Source: an optimization exercise on an open RTL-to-GDS flow (aim: small area and a short achievable clock period). Production flows keep margins and buffers that such runs may drop. Function was checked by simulation only, so behaviour that the tests miss may differ from the original.

==> v29: inputs <==
// wfq_admit
module wfq_admit (
    input  wire        clk,
    input  wire        rst,           
    input  wire        join_valid,
    input  wire [2:0]  join_flow,
    input  wire [6:0]  join_cells,
    input  wire [7:0]  join_weight,
    input  wire [2:0]  adm_limit,
    output reg  [2:0]  adm_count,
    output reg  [11:0] adm_flow,
    output reg  [47:0] vtime,
    output wire [7:0]  full
);
Settings: LEC_CHECK=0, ABC_AREA=1, CAP_MARGIN=20, CORE_MARGIN=2, CORE_UTILIZATION=30, CTS_BUF_LIST=sky130_fd_sc_hd__clkbuf_16, CTS_CLUSTER_DIAMETER=120, CTS_CLUSTER_SIZE=20, SLEW_MARGIN=20; clock period 300.0 ns.
standard.sh (not shown) runs the stock make flow with config.mk's settings and CLKGATE_MAP_FILE= SYNTH_SCRIPT=/design/flow/synth_recipe.tcl, a recipe that flattens the netlist after the stock synthesis.
==> flow/flow/run.sh <==
#!/bin/bash
# Own flow: the standard layout (standard.sh, ORFS from synthesis to the
# final layout) with three changes:
# - ABC maps the logic with an area-oriented script (flow/abc_area.script:
#   &deepsyn for 120 s, then dch -f and amap) instead of ORFS's
#   abc_area.script, which maps for delay and then buffers and upsizes.
#   Registers are mapped before ABC runs, so they are the standard
#   synthesis's.
# - ORFS's repair_timing steps (floorplan, after CTS, after global routing)
#   run with a setup margin of 237 ns, so they work on the paths longer than
#   63 ns of the 300 ns clock. The constraints are the design's.
# - The port buffers are buf_2 cells instead of the delay cells buffer_ports
#   picks by default.
set -euo pipefail
W=$(pwd)
rm -rf "$W/scripts"
cp -a "$FLOW_HOME/scripts" "$W/scripts"
cp "$W/flow/abc_area.script" "$W/scripts/abc_area.script"
export SCRIPTS_DIR="$W/scripts"
bash "$W/standard.sh" SETUP_SLACK_MARGIN=237 "BUFFER_PORTS_ARGS=-buffer_cell sky130_fd_sc_hd__buf_2" finish > "$W/standard_make.log" 2>&1
==> flow/flow/abc_area.script <==
strash
&get -n
&deepsyn -T 120
&put
dch -f
amap -F 8 -A 16 -C 1000
topo
stime -c
==> inputs of v12, as changes to v29 <==
--- a/flow/design.v
+++ b/flow/design.v
@@ -247,27 +247,30 @@
                         wire from_g = (j == 0) ? ct[f*4+i] : rel[B-1];
                         assign rv[B] = ins[f] ? from_f : ins[g] ? from_g : rel[B];
                     end
                 end
             end
         end
     endgenerate
-    wire [3:0]  hp    [0:NADM][0:NF-1];    
+    wire [2:0]  used  [0:NADM][0:NF-1];    
+    wire [3:0]  hp    [0:NADM-1][0:NF-1];  
     wire [NF-1:0] avail [0:NADM-1];
     wire [NF-1:0] win   [0:NADM-1];        
     wire [NADM-1:0] found;
     wire [31:0] wsel  [0:NADM-1];          
     generate
-        for (f = 0; f < NF; f = f + 1) begin : g_h0
-            assign hp[0][f] = {cnt[f] == 3'd4, cnt[f] == 3'd3, cnt[f] == 3'd2, cnt[f] == 3'd1};
+        for (f = 0; f < NF; f = f + 1) begin : g_u0
+            assign used[0][f] = 3'd0;
         end
         for (k = 0; k < NADM; k = k + 1) begin : g_round
             for (f = 0; f < NF; f = f + 1) begin : g_head
-                assign avail[k][f] = |hp[k][f];
-                assign hp[k+1][f]  = win[k][f] ? {1'b0, hp[k][f][3:1]} : hp[k][f];
+                wire [1:0] p = cnt[f][1:0] - 2'd1 - used[k][f][1:0];
+                assign avail[k][f] = used[k][f] < cnt[f];
+                assign hp[k][f]    = 4'b0001 << p;
+                assign used[k+1][f] = used[k][f] + {2'd0, win[k][f]};
                 for (i = 0; i < DEPTH; i = i + 1) begin : g_ws
                     assign wsel[k][f*4+i] = win[k][f] && hp[k][f][i];
                 end
             end
             wire [NF*NF-1:0] rl;
             for (f = 0; f < NF; f = f + 1) begin : g_ra
                 for (g = f + 1; g < NF; g = g + 1) begin : g_rj
@@ -331,18 +334,15 @@
         for (e = 0; e < 32; e = e + 1)
             vsel = vsel | ({TW{fsel[e]}} & tv[e]);
     end
     wire [TW-1:0] v_next = take[0] ? vsel : vtime;
     wire join_acc = join_valid && !full[join_flow];
     integer n;
     always @(posedge clk) begin
-        if (rst)
-            vprev <= {TW{1'b0}};
-        else
-            vprev <= vtime;
+        vprev <= vtime;
         if (rst) begin
             vtime     <= {TW{1'b0}};
             adm_count <= 3'd0;
             adm_flow  <= 12'd0;
             pv        <= 1'b0;
             fz        <= {NF{1'b1}};
             for (n = 0; n < NF; n = n + 1)
==> flow/flow/run.sh (replaced) <==
#!/bin/bash
# Own flow: the standard layout (standard.sh, ORFS from synthesis to the
# final layout), with one change: ABC maps the logic with an area-oriented
# script (flow/abc_area.script: dc2, dch -f, map -a) instead of ORFS's
# abc_area.script, which maps for delay and then buffers and upsizes.
# Registers are mapped before ABC runs, so they are the standard synthesis's.
set -euo pipefail
W=$(pwd)
rm -rf "$W/scripts"
cp -a "$FLOW_HOME/scripts" "$W/scripts"
cp "$W/flow/abc_area.script" "$W/scripts/abc_area.script"
export SCRIPTS_DIR="$W/scripts"
bash "$W/standard.sh" > "$W/standard_make.log" 2>&1
==> flow/flow/abc_area.script (replaced) <==
strash
dc2
dch -f
map -a
topo
stime -c
CTS_BUF_LIST = default   (was sky130_fd_sc_hd__clkbuf_16)
CTS_CLUSTER_DIAMETER = default   (was 120)
CTS_CLUSTER_SIZE = default   (was 20)
==> inputs of v39, as changes to v29 <==
--- a/flow/design.v
+++ b/flow/design.v
@@ -247,27 +247,30 @@
                         wire from_g = (j == 0) ? ct[f*4+i] : rel[B-1];
                         assign rv[B] = ins[f] ? from_f : ins[g] ? from_g : rel[B];
                     end
                 end
             end
         end
     endgenerate
-    wire [3:0]  hp    [0:NADM][0:NF-1];    
+    wire [2:0]  used  [0:NADM][0:NF-1];    
+    wire [3:0]  hp    [0:NADM-1][0:NF-1];  
     wire [NF-1:0] avail [0:NADM-1];
     wire [NF-1:0] win   [0:NADM-1];        
     wire [NADM-1:0] found;
     wire [31:0] wsel  [0:NADM-1];          
     generate
-        for (f = 0; f < NF; f = f + 1) begin : g_h0
-            assign hp[0][f] = {cnt[f] == 3'd4, cnt[f] == 3'd3, cnt[f] == 3'd2, cnt[f] == 3'd1};
+        for (f = 0; f < NF; f = f + 1) begin : g_u0
+            assign used[0][f] = 3'd0;
         end
         for (k = 0; k < NADM; k = k + 1) begin : g_round
             for (f = 0; f < NF; f = f + 1) begin : g_head
-                assign avail[k][f] = |hp[k][f];
-                assign hp[k+1][f]  = win[k][f] ? {1'b0, hp[k][f][3:1]} : hp[k][f];
+                wire [1:0] p = cnt[f][1:0] - 2'd1 - used[k][f][1:0];
+                assign avail[k][f] = used[k][f] < cnt[f];
+                assign hp[k][f]    = 4'b0001 << p;
+                assign used[k+1][f] = used[k][f] + {2'd0, win[k][f]};
                 for (i = 0; i < DEPTH; i = i + 1) begin : g_ws
                     assign wsel[k][f*4+i] = win[k][f] && hp[k][f][i];
                 end
             end
             wire [NF*NF-1:0] rl;
             for (f = 0; f < NF; f = f + 1) begin : g_ra
                 for (g = f + 1; g < NF; g = g + 1) begin : g_rj
@@ -299,20 +302,20 @@
                 assign any[g+1]  = any[g] || avail[k][g];
             end
             assign win[k]   = kept[NF];
             assign found[k] = any[NF];
         end
     endgenerate
     wire [NADM-1:0] take;
-    assign take[0] = found[0] && (adm_limit[2] || adm_limit[1] || adm_limit[0]);
-    assign take[1] = found[1] && (adm_limit[2] || adm_limit[1]);
-    assign take[2] = found[2] && (adm_limit[2] || (adm_limit[1] && adm_limit[0]));
-    assign take[3] = found[3] && adm_limit[2];
-    wire [2:0] n_adm = {take[3], take[1] && !take[3],
-                        (take[0] && !take[1]) || (take[2] && !take[3])};
+    assign take[0] = found[0] && (adm_limit != 3'd0);
+    assign take[1] = found[1] && (adm_limit >= 3'd2);
+    assign take[2] = found[2] && (adm_limit >= 3'd3);
+    assign take[3] = found[3] && (adm_limit >= 3'd4);
+    wire [2:0] n_adm = {2'b00, take[0]} + {2'b00, take[1]}
+                     + {2'b00, take[2]} + {2'b00, take[3]};
     function [2:0] enc8;
         input [7:0] oh;
         begin
             enc8 = {|oh[7:4], |{oh[7:6], oh[3:2]}, |{oh[7], oh[5], oh[3], oh[1]}};
         end
     endfunction
     wire [11:0] flows_next;
@@ -331,18 +334,15 @@
         for (e = 0; e < 32; e = e + 1)
             vsel = vsel | ({TW{fsel[e]}} & tv[e]);
     end
     wire [TW-1:0] v_next = take[0] ? vsel : vtime;
     wire join_acc = join_valid && !full[join_flow];
     integer n;
     always @(posedge clk) begin
-        if (rst)
-            vprev <= {TW{1'b0}};
-        else
-            vprev <= vtime;
+        vprev <= vtime;
         if (rst) begin
             vtime     <= {TW{1'b0}};
             adm_count <= 3'd0;
             adm_flow  <= 12'd0;
             pv        <= 1'b0;
             fz        <= {NF{1'b1}};
             for (n = 0; n < NF; n = n + 1)
==> flow/run.sh (new file) <==
#!/bin/bash
# synth_recipe.tcl (not shown) runs the flow's synth.tcl, then flattens the netlist and writes it again
# the make line also repeats each setting of config.mk as NAME=value (left out here)
make -C /OpenROAD-flow-scripts/flow DESIGN_CONFIG=/design/flow/config.mk WORK_HOME=/design/flow/orfs CLKGATE_MAP_FILE= SYNTH_SCRIPT=/design/flow/synth_recipe.tcl finish
CORE_UTILIZATION = 55   (was 30)
CTS_BUF_LIST = default   (was sky130_fd_sc_hd__clkbuf_16)
CTS_CLUSTER_DIAMETER = default   (was 120)
CTS_CLUSTER_SIZE = default   (was 20)
removed: flow/flow/run.sh
removed: flow/flow/abc_area.script
removed: flow/standard.sh
==> qor summary <==
metric                                                                       v39            v29            v12
Status                                          no timing/DRC/antenna violations  no timing/DRC/antenna violations  no timing/DRC/antenna violations
Start of the worst register-to-register path                       pf[0]$_DFF_P_  pf[0]$_DFF_P_  pf[1]$_DFF_P_
Vias per std cell                                                           6.48           7.30           6.21
Area used by multi-input combinational logic                          93,600 um2     68,300 um2     83,900 um2
TritonRoute pass-1 iters                                                      15             22             13
Number of antenna violations at the first check in global routing            120            111             81
Top-count cell post-synth                                                nand2_1       clkinv_1        nand2_1
Initial core utilization                                                   55.4%          30.2%          30.2%
Synthesized Nets                                                          27,000         14,900         20,800
Number of standard cells after synthesis                                  26,600         14,600         20,400
Setup repair after global routing missed its margin                           no            yes             no
Arrival time reported for the critical path endpoint                    65.55 ns       64.00 ns       67.04 ns
Slew at the pin closest to its max-slew limit                            1.43 ns        1.37 ns        1.40 ns
HPWL reported at the end of detailed placement                            619 mm         608 mm         653 mm
Non-clk bufs                                                                 483            783            626
Post-Place Setup Slack                                                 234.93 ns      233.51 ns      233.37 ns
Global-route wire length before repair                                   1200 mm        1130 mm        1210 mm
Filler instances                                                          27,600         41,800         48,900
Floorplan die width                                                       535 um         633 um         676 um
Met3 GRT Util                                                              28.9%          17.4%          9.32%

========
==> run B <==
Another version of the RTL of wfq_admit (not shown whole).
export LEC_CHECK = 0
export ABC_AREA = 1
export CAP_MARGIN = 20
export CORE_MARGIN = 2
export CORE_UTILIZATION = 30
export CTS_BUF_LIST = sky130_fd_sc_hd__clkbuf_16
export CTS_CLUSTER_DIAMETER = 120
export CTS_CLUSTER_SIZE = 20
export SLEW_MARGIN = 20
create_clock -name core_clock -period 300.0 [get_ports {clk}]
==> flow/flow/run.sh <==
#!/bin/bash
# Own flow: the standard layout (standard.sh, ORFS from synthesis to the
# final layout) with two changes:
# - ABC maps the logic with an area-oriented script (flow/abc_area.script:
#   deepsyn for 120 s, then dch -f and amap) instead of ORFS's abc_area.script, which maps for
#   delay and then buffers and upsizes. Registers are mapped before ABC runs,
#   so they are the standard synthesis's.
# - ORFS's repair_timing steps (floorplan, after CTS, after global routing)
#   run with a setup margin of 237 ns, so they work on the paths longer than
#   63 ns of the 300 ns clock. The constraints are the design's.
set -euo pipefail
W=$(pwd)
rm -rf "$W/scripts"
cp -a "$FLOW_HOME/scripts" "$W/scripts"
cp "$W/flow/abc_area.script" "$W/scripts/abc_area.script"
export SCRIPTS_DIR="$W/scripts"
bash "$W/standard.sh" SETUP_SLACK_MARGIN=237 finish > "$W/standard_make.log" 2>&1
==> flow/flow/abc_area.script <==
strash
&get -n
&deepsyn -T 120
&put
dch -f
amap -F 8 -A 16 -C 1000
topo
stime -c
==> inputs of run P, as changes to run B <==
--- a/flow/design.v
+++ b/flow/design.v
@@ -247,27 +247,30 @@
                         wire from_g = (j == 0) ? ct[f*4+i] : rel[B-1];
                         assign rv[B] = ins[f] ? from_f : ins[g] ? from_g : rel[B];
                     end
                 end
             end
         end
     endgenerate
-    wire [3:0]  hp    [0:NADM][0:NF-1];    
+    wire [2:0]  used  [0:NADM][0:NF-1];    
+    wire [3:0]  hp    [0:NADM-1][0:NF-1];  
     wire [NF-1:0] avail [0:NADM-1];
     wire [NF-1:0] win   [0:NADM-1];        
     wire [NADM-1:0] found;
     wire [31:0] wsel  [0:NADM-1];          
     generate
-        for (f = 0; f < NF; f = f + 1) begin : g_h0
-            assign hp[0][f] = {cnt[f] == 3'd4, cnt[f] == 3'd3, cnt[f] == 3'd2, cnt[f] == 3'd1};
+        for (f = 0; f < NF; f = f + 1) begin : g_u0
+            assign used[0][f] = 3'd0;
         end
         for (k = 0; k < NADM; k = k + 1) begin : g_round
             for (f = 0; f < NF; f = f + 1) begin : g_head
-                assign avail[k][f] = |hp[k][f];
-                assign hp[k+1][f]  = win[k][f] ? {1'b0, hp[k][f][3:1]} : hp[k][f];
+                wire [1:0] p = cnt[f][1:0] - 2'd1 - used[k][f][1:0];
+                assign avail[k][f] = used[k][f] < cnt[f];
+                assign hp[k][f]    = 4'b0001 << p;
+                assign used[k+1][f] = used[k][f] + {2'd0, win[k][f]};
                 for (i = 0; i < DEPTH; i = i + 1) begin : g_ws
                     assign wsel[k][f*4+i] = win[k][f] && hp[k][f][i];
                 end
             end
             wire [NF*NF-1:0] rl;
             for (f = 0; f < NF; f = f + 1) begin : g_ra
                 for (g = f + 1; g < NF; g = g + 1) begin : g_rj
@@ -299,20 +302,20 @@
                 assign any[g+1]  = any[g] || avail[k][g];
             end
             assign win[k]   = kept[NF];
             assign found[k] = any[NF];
         end
     endgenerate
     wire [NADM-1:0] take;
-    assign take[0] = found[0] && (adm_limit[2] || adm_limit[1] || adm_limit[0]);
-    assign take[1] = found[1] && (adm_limit[2] || adm_limit[1]);
-    assign take[2] = found[2] && (adm_limit[2] || (adm_limit[1] && adm_limit[0]));
-    assign take[3] = found[3] && adm_limit[2];
-    wire [2:0] n_adm = {take[3], take[1] && !take[3],
-                        (take[0] && !take[1]) || (take[2] && !take[3])};
+    assign take[0] = found[0] && (adm_limit != 3'd0);
+    assign take[1] = found[1] && (adm_limit >= 3'd2);
+    assign take[2] = found[2] && (adm_limit >= 3'd3);
+    assign take[3] = found[3] && (adm_limit >= 3'd4);
+    wire [2:0] n_adm = {2'b00, take[0]} + {2'b00, take[1]}
+                     + {2'b00, take[2]} + {2'b00, take[3]};
     function [2:0] enc8;
         input [7:0] oh;
         begin
             enc8 = {|oh[7:4], |{oh[7:6], oh[3:2]}, |{oh[7], oh[5], oh[3], oh[1]}};
         end
     endfunction
     wire [11:0] flows_next;
==> flow/run.sh (new file) <==
#!/bin/bash
# synth_recipe.tcl (not shown) runs the flow's synth.tcl, then flattens the netlist and writes it again
# the make line also repeats each setting of config.mk as NAME=value (left out here)
make -C /OpenROAD-flow-scripts/flow DESIGN_CONFIG=/design/flow/config.mk WORK_HOME=/design/flow/orfs CLKGATE_MAP_FILE= SYNTH_SCRIPT=/design/flow/synth_recipe.tcl finish
==> flow/config.mk (replaced) <==
export PLATFORM = sky130hd
export DESIGN_NAME = wfq_admit
export DESIGN_NICKNAME = wfq_admit
export VERILOG_FILES = /design/flow/design.v
export SDC_FILE = /design/flow/constraint.sdc
export NUM_CORES = 8
export LEC_CHECK = 0
export ABC_AREA = 1
export CAP_MARGIN = 20
export CORE_MARGIN = 2
export CORE_UTILIZATION = 30
export SLEW_MARGIN = 20
removed: flow/flow/run.sh
removed: flow/flow/abc_area.script
removed: flow/standard.sh
==> inputs of run G, as changes to run B <==
==> flow/flow/run.sh (replaced) <==
#!/bin/bash
# Own flow: the standard layout (standard.sh, ORFS from synthesis to the
# final layout) with three changes:
# - ABC maps the logic with an area-oriented script (flow/abc_area.script:
#   &deepsyn for 120 s, then dch -f and amap) instead of ORFS's
#   abc_area.script, which maps for delay and then buffers and upsizes.
#   Registers are mapped before ABC runs, so they are the standard
#   synthesis's.
# - ORFS's repair_timing steps (floorplan, after CTS, after global routing)
#   run with a setup margin of 237 ns, so they work on the paths longer than
#   63 ns of the 300 ns clock. The constraints are the design's.
# - The port buffers are buf_2 cells instead of the delay cells buffer_ports
#   picks by default.
set -euo pipefail
W=$(pwd)
rm -rf "$W/scripts"
cp -a "$FLOW_HOME/scripts" "$W/scripts"
cp "$W/flow/abc_area.script" "$W/scripts/abc_area.script"
export SCRIPTS_DIR="$W/scripts"
bash "$W/standard.sh" SETUP_SLACK_MARGIN=237 "BUFFER_PORTS_ARGS=-buffer_cell sky130_fd_sc_hd__buf_2" finish > "$W/standard_make.log" 2>&1
==> inputs of run C, as changes to run B <==
==> flow/flow/run.sh (replaced) <==
#!/bin/bash
# Own flow: the standard layout (standard.sh, ORFS from synthesis to the
# final layout) with three changes:
# - ABC maps the logic with an area-oriented script (flow/abc_area.script:
#   &deepsyn for 120 s, then dch -f and amap) instead of ORFS's
#   abc_area.script, which maps for delay and then buffers and upsizes.
#   Registers are mapped before ABC runs, so they are the standard
#   synthesis's.
# - ORFS's repair_timing steps (floorplan, after CTS, after global routing)
#   run with a setup margin of 237 ns, so they work on the paths longer than
#   63 ns of the 300 ns clock. The constraints are the design's.
# - The port buffers are buf_2 cells instead of the delay cells buffer_ports
#   picks by default.
set -euo pipefail
W=$(pwd)
rm -rf "$W/scripts"
cp -a "$FLOW_HOME/scripts" "$W/scripts"
cp "$W/flow/abc_area.script" "$W/scripts/abc_area.script"
export SCRIPTS_DIR="$W/scripts"
bash "$W/standard.sh" SETUP_SLACK_MARGIN=237 "BUFFER_PORTS_ARGS=-buffer_cell sky130_fd_sc_hd__buf_2" finish > "$W/standard_make.log" 2>&1
==> flow/config.mk (replaced) <==
export PLATFORM = sky130hd
export DESIGN_NAME = wfq_admit
export DESIGN_NICKNAME = wfq_admit
export VERILOG_FILES = /design/flow/design.v
export SDC_FILE = /design/flow/constraint.sdc
export NUM_CORES = 8
export LEC_CHECK = 0
export ABC_AREA = 1
export CAP_MARGIN = 20
export CORE_MARGIN = 2
export CORE_UTILIZATION = 40
export CTS_BUF_LIST = sky130_fd_sc_hd__clkbuf_16
export CTS_CLUSTER_DIAMETER = 120
export CTS_CLUSTER_SIZE = 20
export SLEW_MARGIN = 20
==> comparison table <==
quantity                                                                             run P                   run B                     run C                   run G
Outcome                                                   no timing/DRC/antenna violations  no timing/DRC/antenna violations            did not finish  no timing/DRC/antenna violations
Failing step                                                                             -                       -  global routing (5_1_grt)                       -
Clock transition at the registers of the reported paths                            0.06 ns                 0.09 ns                         -                 0.10 ns
Instance area at placement                                                    163000 sq um            132000 sq um              130000 sq um            131000 sq um
Antenna viol nets, final                                                                 0                       0                         -                       0
Critical path destination                                           vtime[44]$_SDFFE_PP0P_  vtime[24]$_SDFFE_PP0P_                         -   vtime[2]$_SDFFE_PP0P_
Placeable Area                                                                514000 sq um            393000 sq um                         -            393000 sq um
Start-to-end type of the worst setup path                                        in -> reg               in -> reg                         -               in -> reg
Portion of synthesized cell area occupied by the leading cell type                   0.277                   0.363                     0.363                   0.363
Register fraction of the total cell area                                             0.250                   0.312                         -                   0.314
Topmost layer with routed signal wires                                                met5                    met5                         -                    met5
Most common cell type on the critical path                                          nor2_1                       -                         -                clkinv_2
Area share of and/or/nand/nor cells after synthesis                                  0.340                  0.0917                    0.0968                  0.0968
Final min period                                                                  64.65 ns                63.24 ns                         -                63.14 ns
Hold WS                                                                           0.446 ns                0.437 ns                         -                0.421 ns
Synthesis-to-finish area growth                                                      11.2%                   16.5%                         -                   15.6%
Startpoint of the worst hold path                                         fz[5]$_SDFF_PP1_  vtime[13]$_SDFFE_PP0P_                         -  vtime[27]$_SDFFE_PP0P_

## afterwards: timing with drivers on the ports
The flow's constraints put no driver on any port. The routed layouts listed below were extracted and timed again, unchanged, in two steps. Step 1 (the two cells are an assumption about what drives the block):
set clk [get_ports {clk}]
set_driving_cell -lib_cell sky130_fd_sc_hd__clkbuf_16 $clk
set_driving_cell -lib_cell sky130_fd_sc_hd__buf_2 [delete_from_list [all_inputs] $clk]
Step 2 also shifts input and output timing later by t, the mid clock arrival at the registers, as if the neighbouring blocks saw the same clock. a / b / c = ideal ports / drivers / drivers and shift; a / b = the first two.
run | t, ns | slack for setup (ns) | hold WS [ns]
v29 | 1.064 | 236.850 / 236.917 / 235.853 | 0.446 / 0.446 / 0.446
v12 | 1.067 | 233.782 / 233.875 / 232.809 | 0.390 / 0.390 / 0.390
v39 | 1.060 | 235.263 / 235.360 / 234.300 | 0.448 / 0.448 / 0.448
run B | 1.063 | 236.756 / 236.861 / 235.798 | 0.437 / 0.437 / 0.437
run P | 1.121 | 235.348 / 235.359 / 234.238 | 0.446 / 0.446 / 0.446
run G | 1.045 | 236.864 / 236.844 / 235.900 | 0.421 / 0.421 / 0.421
After both steps setup and hold are still met in every run listed. The setup slack of run P, which loses most, moves by +0.011 ns with the drivers and by -1.110 ns with both steps.
